From an optimization exercise on the open Yosys and OpenROAD flow, aimed at small area and a short achievable clock period; shortcuts taken in it are not production practice. The RTL was checked by simulation tests, not by an equivalence proof against the original design. Power figures rest on the tool's default switching activity, not on a simulated workload.

run A:
Design vx_topk, start of the top module:
module vx_topk #(
    parameter integer K = 16
) (
    input  wire          clk,
    input  wire          rst,           
    input  wire          in_valid,
    input  wire          in_last,       
    input  wire [31:0]   in_key,        
    input  wire [2:0]    in_ktype,      
    input  wire          in_desc,       
    input  wire          in_drop_nan,   
    output reg           out_valid,
    output reg  [K*32-1:0] out_key,     
    output reg  [K*16-1:0] out_tag,     
    output wire [4:0]    out_count,     
    output wire          out_nan_seen,  
    output wire          out_err        
);
    localparam [2:0] KT_FP32 = 3'd0, KT_BF16 = 3'd1, KT_FP16 = 3'd2,
                     KT_INT32 = 3'd3, KT_UINT32 = 3'd4, KT_UINT16 = 3'd5;
    integer i, j;
    reg         s0_vld, s0_last;
    reg  [31:0] s0_key;
    reg  [2:0]  s0_kt;
    reg         s0_desc, s0_drop;
    always @(posedge clk) begin
        s0_vld  <= in_valid && !rst;
        s0_last <= in_last;
        s0_key  <= in_key;
        s0_kt   <= in_ktype;
        s0_desc <= in_desc;
        s0_drop <= in_drop_nan;
    end
    reg         row_open;
    reg  [2:0]  row_kt;
    reg         row_desc, row_drop;
    wire        first   = !row_open;
    wire [2:0]  ktype   = first ? s0_kt   : row_kt;
    wire        desc    = first ? s0_desc : row_desc;
    wire        dropnan = first ? s0_drop : row_drop;
    wire        kt_bad  = (ktype == 3'd6) || (ktype == 3'd7);
    always @(posedge clk) begin
        if (rst)         row_open <= 1'b0;
        else if (s0_vld) row_open <= !s0_last;
        if (s0_vld && first) begin
            row_kt   <= s0_kt;
            row_desc <= s0_desc;
            row_drop <= s0_drop;
        end
    end
    reg  [31:0] w_key;      
    reg         k_nan;
    reg  [4:0]  h_lz;
    wire [31:0] ik = s0_key;
    always @* begin
        w_key   = ik;
        k_nan   = 1'b0;
        h_lz    = 5'd0;
        case (ktype)
            KT_FP32: begin
                k_nan   = (ik[30:23] == 8'hFF) && (ik[22:0] != 0);
                w_key   = ik;
            end
            KT_BF16: begin
                k_nan   = (ik[14:7] == 8'hFF) && (ik[6:0] != 0);
                w_key   = {ik[15:0], 16'd0};
  ...
Settings: LEC_CHECK=0, CAP_MARGIN=20, CORE_MARGIN=2, CORE_UTILIZATION=40, CTS_CLUSTER_DIAMETER=100, CTS_CLUSTER_SIZE=20, SLEW_MARGIN=20; clock period 22.0 ns.
standard.sh (not shown) runs the stock make flow with config.mk's settings and CLKGATE_MAP_FILE= SYNTH_SCRIPT=/design/flow/synth_recipe.tcl, a recipe that flattens the netlist after the stock synthesis.
==> flow/flow/run.sh <==
#!/bin/bash
# The standard layout (the standard.sh), with two changes to how it is
# made; the clock period and constraints are unchanged:
#  - each port gets a sky130_fd_sc_hd__buf_1 as its port buffer;
#  - timing repair aims at a setup slack of 15.8 ns.
# make's full output goes to make_finish.log in the work folder; ORFS's
# per-step logs are under orfs/logs.
set -o pipefail
bash standard.sh "BUFFER_PORTS_ARGS=-buffer_cell sky130_fd_sc_hd__buf_1" \
    SETUP_SLACK_MARGIN=15.8 finish > make_finish.log 2>&1
What run B does differently from run A at the input level:
Settings: removing CTS_CLUSTER_SIZE (formerly 20); setting CELL_PAD_IN_SITES_DETAIL_PLACEMENT to 1 for the first time; removing CTS_CLUSTER_DIAMETER (formerly 100); setting PLACE_DENSITY to 0.45 for the first time; setting CELL_PAD_IN_SITES_GLOBAL_PLACEMENT to 1 for the first time; setting SYNTH_HIERARCHICAL to 1 for the first time.
==> comparison <==
- Run B did not stop at any stage, and its layout met the timing, design-rule and antenna checks.
- Lower worst setup timing slack at the placement stage among run A and run B: run A
- Summary — smallest setup slack after layout, run B relative to run A: higher, by 0.27 ns.
- Power: run B draws more than run A
- The most frequent standard cell in the layout excluding fill and tap cells comes out sky130_fd_sc_hd__dfxtp_1 in one run and sky130_fd_sc_hd__a222oi_1 in the other, namely in run A and run B respectively.
- From run A to run B the numbers moved as follows: final critical path time including I/O delays and setup moved down, maximum frequency from static timing analysis moved up, TritonCTS buffer count moved up, cell depth of the worst flop-to-flop path moved up.
- Run B vs run A, startpoint of the worst setup timing path: g_slot[8].u_slot.q[23] vs g_slot[0].u_slot.q[47]
- Summary of the comparison: stage delay of the slowest cell on the critical path is lower in run B, relative to run A.
- Run A → run B: area after synthesis went down by about 10%; worst hold slack went up by 0.0082 ns.
Changes in run C relative to run B:
Settings: CTS_CLUSTER_DIAMETER newly set to 100; CTS_CLUSTER_SIZE newly set to 20.
[summary]
On minimum period implied by the final worst setup slack, run B tracks run C almost exactly.
Run B → run C: total routing resource utilization after global routing -0.39 points; part of the total power dissipated in the clock network fell by 12 points; setup slack comparable.
> inputs changed (run C -> run D)
Settings: CTS_CLUSTER_DIAMETER removed (was 100); CELL_PAD_IN_SITES_DETAIL_PLACEMENT removed (was 1); CTS_CLUSTER_SIZE removed (was 20); PLACE_DENSITY removed (was 0.45); SYNTH_HIERARCHICAL removed (was 1); CELL_PAD_IN_SITES_GLOBAL_PLACEMENT removed (was 1).
Results
met3 demand-to-capacity share in global routing was lower in run C than in run D.
[run D vs run C] power: higher in run D
In run D relative to run C, clock-buffer cell count had gone up by more than 100%.
Side by side, number of cells after detailed placement turned out higher in run D than in run C.

## rev 12
vx_topk, a different RTL version from the one above (not shown whole).
For scale: roughly 5,600 cells after synthesis, roughly 890 flip-flops, about 820 I/O pins, ~50,000 um2 of cells after synthesis.
Settings: LEC_CHECK=0, CAP_MARGIN=20, CORE_MARGIN=2, CORE_UTILIZATION=55, SLEW_MARGIN=20; clock period 22.0 ns.
==> flow/flow/run.sh <==
#!/bin/bash
# The standard layout, with timing repair aimed at a setup slack of 15 ns
# (the clock period and constraints are unchanged). make's output goes to
# make_finish.log in the work folder; ORFS's per-step logs are under orfs/logs.
set -o pipefail
bash standard.sh SETUP_SLACK_MARGIN=15 finish > make_finish.log 2>&1
Rev 12 finished end to end and its layout was clean on timing, DRC and antenna.
diff inputs: rev 12 => rev 13
- changing CORE_UTILIZATION from 55 to 40
- setting SETUP_SLACK_MARGIN to 2 for the first time
==> flow/run.sh (new file) <==
#!/bin/bash
# synth_recipe.tcl (not shown) runs the flow's synth.tcl, then flattens the netlist and writes it again
# the make line also repeats each setting of config.mk as NAME=value (left out here)
make -C /OpenROAD-flow-scripts/flow DESIGN_CONFIG=/design/flow/config.mk WORK_HOME=/design/flow/orfs CLKGATE_MAP_FILE= SYNTH_SCRIPT=/design/flow/synth_recipe.tcl finish
removed: flow/flow/run.sh
removed: flow/standard.sh
Results
Diff rev 12 -> rev 13 | relative area of non-clock buffer cells in the final design | decrease of 0.44 points
Summary: with rev 12 as the reference, instance area at placement in rev 13 moved up slightly.
Total power consumption of the routed design (rev 13 over rev 12): increase, 0.76%
Against rev 12, the final cell area of rev 13 is higher.
Summary of rev 13 over rev 12: layout buffer count excluding clock buffers down 6; clock sink count flat.

-- what the ideal ports hide --
No port has a modelled driver above. Below, the same layouts with a new extraction and two added sets of constraints. Step 1: set_driving_cell puts a clkbuf_16 on clk and a buf_2 on each other input, an assumption about the parent block. Step 2 also shifts input and output timing later by t, the mid clock arrival at the registers, as if the neighbouring blocks saw the same clock. Slacks: no drivers / after step 1 / after step 2; pairs: no drivers / after step 1.
run | shift t [ns] | slack for setup (ns) | latest minus earliest clock arrival (ns) | slew at the worst register clock pin (ns) | worst slew at a driven data input, ns
run A | 0.797 | 15.775 / 15.695 / 15.875 | 0.053 / 0.052 | 0.11 / 0.11 | 0.05
run B | 0.776 | 16.048 / 15.964 / 16.599 | 0.038 / 0.037 | 0.07 / 0.07 | 0.05
run C | 0.766 | 16.046 / 15.964 / 16.564 | 0.033 / 0.033 | 0.10 / 0.10 | 0.04
run D | 0.798 | 15.676 / 15.676 / 15.676 | 0.040 / 0.040 | 0.07 / 0.07 | 0.05
rev 12 | 0.782 | 14.865 / 14.787 / 15.569 | 0.045 / 0.045 | 0.07 / 0.07 | 0.06
rev 13 | 0.786 | 13.599 / 13.517 / 14.302 | 0.022 / 0.023 | 0.07 / 0.07 | 0.04
After both steps setup and hold are still met in every run listed.
